This is an optimization exercise on Yosys and OpenROAD, whose aim is small area, a short achievable clock period and few clock cycles per item, not a production implementation.
Function was checked by simulation only, so behaviour that the tests miss may differ from the original.

$ cat flow/design.v
module cvu_unit (
    input             clk,
    input             rst,
    input             cfg_valid,
    input      [2:0]  cfg_preset,
    input      [6:0]  cfg_width,
    input             cfg_refin,
    input             cfg_refout,
    input             cfg_sym10,
    input      [63:0] cfg_poly,
    input      [63:0] cfg_init,
    input      [63:0] cfg_xor,
    input             in_valid,
    output            in_ready,
    input      [63:0] in_data,
    input      [3:0]  in_count,
    input             in_last,
    output reg        res_valid,
    output reg [63:0] res_data
);
    reg  [6:0]  e_width;
    reg  [63:0] e_poly, e_init, e_xor;
    reg         e_refin, e_refout, e_sym10;
    always @* begin
        e_width  = cfg_width;
        e_poly   = cfg_poly;
        e_init   = cfg_init;
        e_xor    = cfg_xor;
        e_refin  = cfg_refin;
        e_refout = cfg_refout;
        e_sym10  = cfg_sym10;
        case (cfg_preset)
            3'd0: begin
                if (cfg_width == 7'd0)
                    e_width = 7'd1;
                else if (cfg_width > 7'd64)
                    e_width = 7'd64;
            end
            3'd1: begin  
                e_width = 7'd32; e_poly = 64'h04C1_1DB7;
                e_init = 64'hFFFF_FFFF; e_xor = 64'hFFFF_FFFF;
                e_refin = 1'b1; e_refout = 1'b1; e_sym10 = 1'b0;
            end
            3'd2: begin  
                e_width = 7'd32; e_poly = 64'h04C1_1DB7;
                e_init = 64'hFFFF_FFFF; e_xor = 64'd0;
                e_refin = 1'b0; e_refout = 1'b0; e_sym10 = 1'b0;
            end
            3'd3: begin  
                e_width = 7'd18; e_poly = 64'h0_0031;
                e_init = 64'd0; e_xor = 64'd0;
                e_refin = 1'b1; e_refout = 1'b1; e_sym10 = 1'b1;
            end
            3'd4: begin  
                e_width = 7'd64; e_poly = 64'h42F0_E1EB_A9EA_3693;
                e_init = 64'd0; e_xor = 64'd0;
                e_refin = 1'b0; e_refout = 1'b0; e_sym10 = 1'b0;
            end
            default: begin  
                e_width = 7'd64; e_poly = 64'h42F0_E1EB_A9EA_3693;
                e_init = {64{1'b1}}; e_xor = {64{1'b1}};
                e_refin = 1'b0; e_refout = 1'b0; e_sym10 = 1'b0;
            end
        endcase
    end
    wire [5:0]  e_shift = 7'd64 - e_width;             
    wire [63:0] e_mask  = {64{1'b1}} >> e_shift;
    reg  [5:0]  c_shift;      
    reg  [63:0] c_poly;       
    reg  [63:0] c_init;       
    reg  [63:0] c_xor;        
    reg         c_refin, c_refout, c_sym10;
    reg  [63:0] run;          
    reg  [63:0] bits;
    reg  [6:0]  nbits;
    integer k, i;
    always @* begin
        bits = 64'd0;
        if (c_sym10) begin
            for (k = 0; k < 6; k = k + 1)
                for (i = 0; i < 10; i = i + 1)
                    bits[k*10 + i] = c_refin ? in_data[k*10 + i] : in_data[k*10 + 9 - i];
            nbits = (in_count > 4'd6) ? 7'd60 : in_count * 7'd10;
        end else begin
            for (k = 0; k < 8; k = k + 1)
                for (i = 0; i < 8; i = i + 1)
                    bits[k*8 + i] = c_refin ? in_data[k*8 + i] : in_data[k*8 + 7 - i];
            nbits = (in_count > 4'd8) ? 7'd64 : in_count * 7'd8;
        end
    end
    reg  [63:0] nxt;
    reg         top;
    integer j;
    always @* begin
        nxt = run;
        for (j = 0; j < 64; j = j + 1) begin
            if (j < nbits) begin
                top = nxt[63] ^ bits[j];
                nxt = {nxt[62:0], 1'b0} ^ (top ? c_poly : 64'd0);
            end
        end
    end
    reg  [63:0] nxt_rev;
    integer b;
    always @* begin
        for (b = 0; b < 64; b = b + 1)
            nxt_rev[b] = nxt[63 - b];
    end
    wire [63:0] result = (c_refout ? nxt_rev : (nxt >> c_shift)) ^ c_xor;
    assign in_ready = 1'b1;
    always @(posedge clk) begin
        if (rst) begin
            c_shift   <= 6'd0;
            c_poly    <= 64'd0;
            c_init    <= 64'd0;
            c_xor     <= 64'd0;
            c_refin   <= 1'b0;
            c_refout  <= 1'b0;
            c_sym10   <= 1'b0;
            run       <= 64'd0;
            res_valid <= 1'b0;
            res_data  <= 64'd0;
        end else begin
            res_valid <= 1'b0;
            if (cfg_valid) begin
                c_shift  <= e_shift;
                c_poly   <= (e_poly & e_mask) << e_shift;
                c_init   <= (e_init & e_mask) << e_shift;
                c_xor    <= e_xor & e_mask;
                c_refin  <= e_refin;
                c_refout <= e_refout;
                c_sym10  <= e_sym10;
                run      <= (e_init & e_mask) << e_shift;
            end else if (in_valid) begin
                if (in_last) begin
                    run       <= c_init;
                    res_valid <= 1'b1;
                    res_data  <= result;
                end else begin
                    run <= nxt;
                end
            end
        end
    end
endmodule
$ cat flow/run.sh
#!/bin/bash
# synth_recipe.tcl (not shown) runs the flow's synth.tcl, then flattens the netlist and writes it again
# the make line also repeats each setting of config.mk as NAME=value (left out here)
make -C /OpenROAD-flow-scripts/flow DESIGN_CONFIG=/design/flow/config.mk WORK_HOME=/design/flow/orfs CLKGATE_MAP_FILE= SYNTH_SCRIPT=/design/flow/synth_recipe.tcl finish
$ cat flow/config.mk
export PLATFORM = sky130hd
export DESIGN_NAME = cvu_unit
export DESIGN_NICKNAME = cvu_unit
export VERILOG_FILES = /design/flow/design.v
export SDC_FILE = /design/flow/constraint.sdc
export NUM_CORES = 4
export LEC_CHECK = 0
export CAP_MARGIN = 20
export CORE_MARGIN = 2
export CORE_UTILIZATION = 25
export SLEW_MARGIN = 20
$ cat flow/constraint.sdc
create_clock -name core_clock -period 54.0 [get_ports {clk}]
set_input_delay 10.8000 -clock core_clock [delete_from_list [all_inputs] [get_ports {clk}]]
set_output_delay 10.8000 -clock core_clock [all_outputs]
set_load 0.01 [all_outputs]
==> results.cfg <==
[status]
outcome = complete, no violations

[setup_path]
slowest_stage = a222oi_1
start_kind = input port
crit_top_cell = buf_4
r2r_end = res_data[18]
cp_top_family = compound AO/OA/AOI/OAI gates
cp-end-kind = flip-flop
critPathKind = in2reg
worstPathRequired_ns = 54.50
rr_worst_depth = 156
r2r_slack_ns = 11.77
critPathArrivalTime_ns = 52.70
worstPathMaxFanout = 19
reg2reg_from = c_poly[61]
path_buf_inv = 22
slowest_delay_ns = 0.63

[routing]
drt_first_pass_iters = 6
drc = 0
antenna_left = 0
wire_per_inst_um = 24.9
avgViaCountPerCell = 5.45
routed_wl_um = 633000
drtIter0Drc = 17000
vias = 139000

[grt]
grt-ovfl-total = 0
first_global_vias = 125000
grt_pass1_wl_um = 906000
grt_max_degree = 129
grt_use_total = 0.256
antenna_found_initial = 40

[job]
max_cap_violations = 0

[sta]
worst_slew_pin_slew_ns = 1.28
timing.final.hold_violations = 0
clock-skew-final_ns = 0.0175
setup_violations = 0
fin_crit_sh = 0.967
drv_slew = 0
fin_ws_ns = 1.79
finalCriticalPeriod_ns = 52.21
slew_headroom = 0.144
max_freq_mhz = 19.2

[place]
dp_hpwl_um = 479000
dp_cells = 25300
place.gp.congestion = 1.02
io_buffers = 342
place_ws_ns = 0.0532

[logic_synthesis]
syn_nets = 19700
synth_area_per_cell_um2 = 5.96
synthArstFlopShare = 0
syn_inst = 19400
ys_ff_latch = 330
synth_edf_count = 0
synth_top_flop_cell = dfxtp_1
ys_types = 137
syn_area_mm2 = 0.116
ys_warn_count = 1
seq_area_frac_synth = 0.0572

[floorplan]
dieWidth_um = 684
initial_core_util = 0.251
rows = 249
die_area_mm2 = 0.468
fp.dieH_um = 684
io_pins = 344
core-area_mm2 = 0.460

[clocking]
clockBufferDepth = 3
clkSinkCount = 330
cts_tree = done
insertion_delay_ns = 0.57
clockRootBuffer = clkbuf_16
cts_hold_buf = 0
clk_pin_slew_ns = 0.06
htree_levels = 2
numCtsBuffers = 38

[final_layout]
syn_to_final_growth_pct = 15.1
final_nets = 19500
drive_gt1_frac = 0.102
stdcell_count = 25500

[worst_hold_path]
hold_path.class = reg2reg
min_delay_path_depth = 1
holdPathEnd = c_init[55]
hp-start = c_init[55]
## metal layers
metal	wire, um	global-route usage	share of wire	up-vias
met1	261000	0.334	0.41	66100
met4	49400	0.167	0.078	14
met2	274000	0.398	0.43	6804
met3	48600	0.0280	0.077	1357
met5	93	0	0.00015	-
li1	-	-	-	64700
## layout make-up
type	instances	area [um^2]
Antenna cell	34	85.1
Clock buffer	48	1020
Clock inverter	21	234
Fill cell	51500	327000
Inverter	63	246
Multi-Input combinational cell	17100	103000
Sequential cell	330	6830
Tap cell	6149	7690
Timing Repair Buffer	1693	13800
## worst max-delay path by stage
stage / from / end / slack (ns) / cells after the start
6_report: in_count[1] / res_data[18] / 1.79 / 162
5_1_grt: in_count[1] / res_data[10] / -0.12 / 169
4_1_cts: in_count[1] / res_data[18] / 0.36 / 158
3_5_place_dp: in_count[1] / res_data[18] / 0.05 / 159
3_3_place_gp: in_count[1] / res_data[18] / -0.26 / 159
2_1_floorplan: in_count[3] / res_data[34] / 4.41 / 159
## Yosys cell counts, types with 71 or more instances
library cell / instances / area, um^2
nand2_1: 4993 / 18700
xnor2_1: 2704 / 23700
nor2_1: 1717 / 6440
a21oi_1: 1596 / 7990
o21ai_0: 1460 / 7310
clkbuf_1: 1318 / 4950
xor2_1: 1093 / 9570
mux2i_1: 479 / 4790
buf_1: 443 / 1660
dfxtp_1: 330 / 6610
nand3_1: 283 / 1420
nor3_1: 255 / 1280
and3_1: 251 / 1570
a31oi_1: 150 / 938
a211oi_1: 147 / 1100
o21ai_1: 144 / 721
nand4_1: 111 / 694
o211ai_1: 96 / 721
buf_2: 94 / 470
o21a_1: 89 / 668
nor2b_1: 88 / 551
a22oi_1: 87 / 653
nor4_1: 78 / 488
a21o_1: 71 / 533
## metrics by stage
step           hold WS [ns]   util  setup TNS [ns]  area [um^2]
6_report              0.450  0.289               0       133000
3_5_place_dp          0.436  0.284               0       131000
3_3_place_gp          0.431  0.284          -0.717       131000
4_1_cts               0.449  0.287               0       132000
5_1_grt               0.462  0.289          -0.887       133000
2_1_floorplan         0.423      -               0       116000
## logic make-up (layout without fill, tap and decap cells)
| group | count (synthesis) | in the layout | share of synthesized area |
|---|---|---|---|
| compound gates | 4591 | 4591 | 0.239 |
| xor+xnor | 3824 | 3824 | 0.293 |
| fa+ha+maj | 9 | 9 | 0.000974 |
| buf+inv | 1933 | 1825 | 0.0642 |
| flops | 330 | 330 | 0.0572 |
| mux | 576 | 576 | 0.0530 |
| other cells | 1 | 35 | 0.0000324 |
| simple gates | 8135 | 8135 | 0.293 |
## state kept, by name, summed over array words and instances, names as in the netlist
name and cells:
c_sym10 1, c_xor 64, res_valid 1, run 64, c_refin 1, res_data 64, c_poly 64, c_shift 6
c_refout 1, c_init 64
## cells in the final DEF, fill, tap and decap left out, types with 32 or more instances in the layout
cell type           n
nand2_1          4974
xnor2_1          2684
nor2_1           1680
a21oi_1          1580
o21ai_0          1443
buf_4            1329
xor2_1           1081
mux2i_1           469
clkdlybuf4s50_1   338
nand3_1           279
dfxtp_1           259
nor3_1            249
and3_1            248
a31oi_1           143
o21ai_1           142
a211oi_1          139
nand4_1           111
o211ai_1           96
nor2b_1            88
o21a_1             88
a22oi_1            86
a21o_1             71
mux2_2             67
nor4_1             63
or3_1              56
o22ai_1            55
nand2b_1           54
and2_1             54
o31ai_1            54
dfxtp_4            54
o2111ai_1          48
a32oi_1            46
a221oi_1           46
inv_1              43
a211o_1            42
o31a_1             40
o221ai_1           40
clkbuf_16          39
diode_2            34
or2_2              32
## timing repair
item                                   in CTS  in global routing
buffers inserted                            0                 23
endpoints found under the hold margin       0                  0
setup endpoints to repair                   0                128
resized for setup                           0                131
Testbench counts, summed over its fixed seeds: cycles 21,291, beats 21,116.

port drivers added, routing unchanged:
Ports are ideal in the flow. The routed layout listed here was re-timed in OpenROAD.
Step 1 sets driving cells, clkbuf_16 on the clock port and buf_2 on the other inputs (assumed; they add their load-dependent delay and slew).
Step 2 adds t to the input delays and takes it off the output delays; t is the mean of the earliest and latest rising clock arrival at the registers after step 1. Input paths then give back, and output paths get back, about the clock's delay inside the block.
Three values: ideal, step 1, step 2; two values: the first two.
shift t [ns]: 0.633
setup slack, ns: 1.793 / 1.837 / 1.203
worst setup path after step 2: input to register
worst register clock-pin slew, ns: 0.07 / 0.07
worst data-port slew with drivers (ns): 0.37
After both steps setup and hold are still met in this run. For this run, drivers alone change the setup slack by +0.044 ns; drivers and shift together by -0.590 ns.
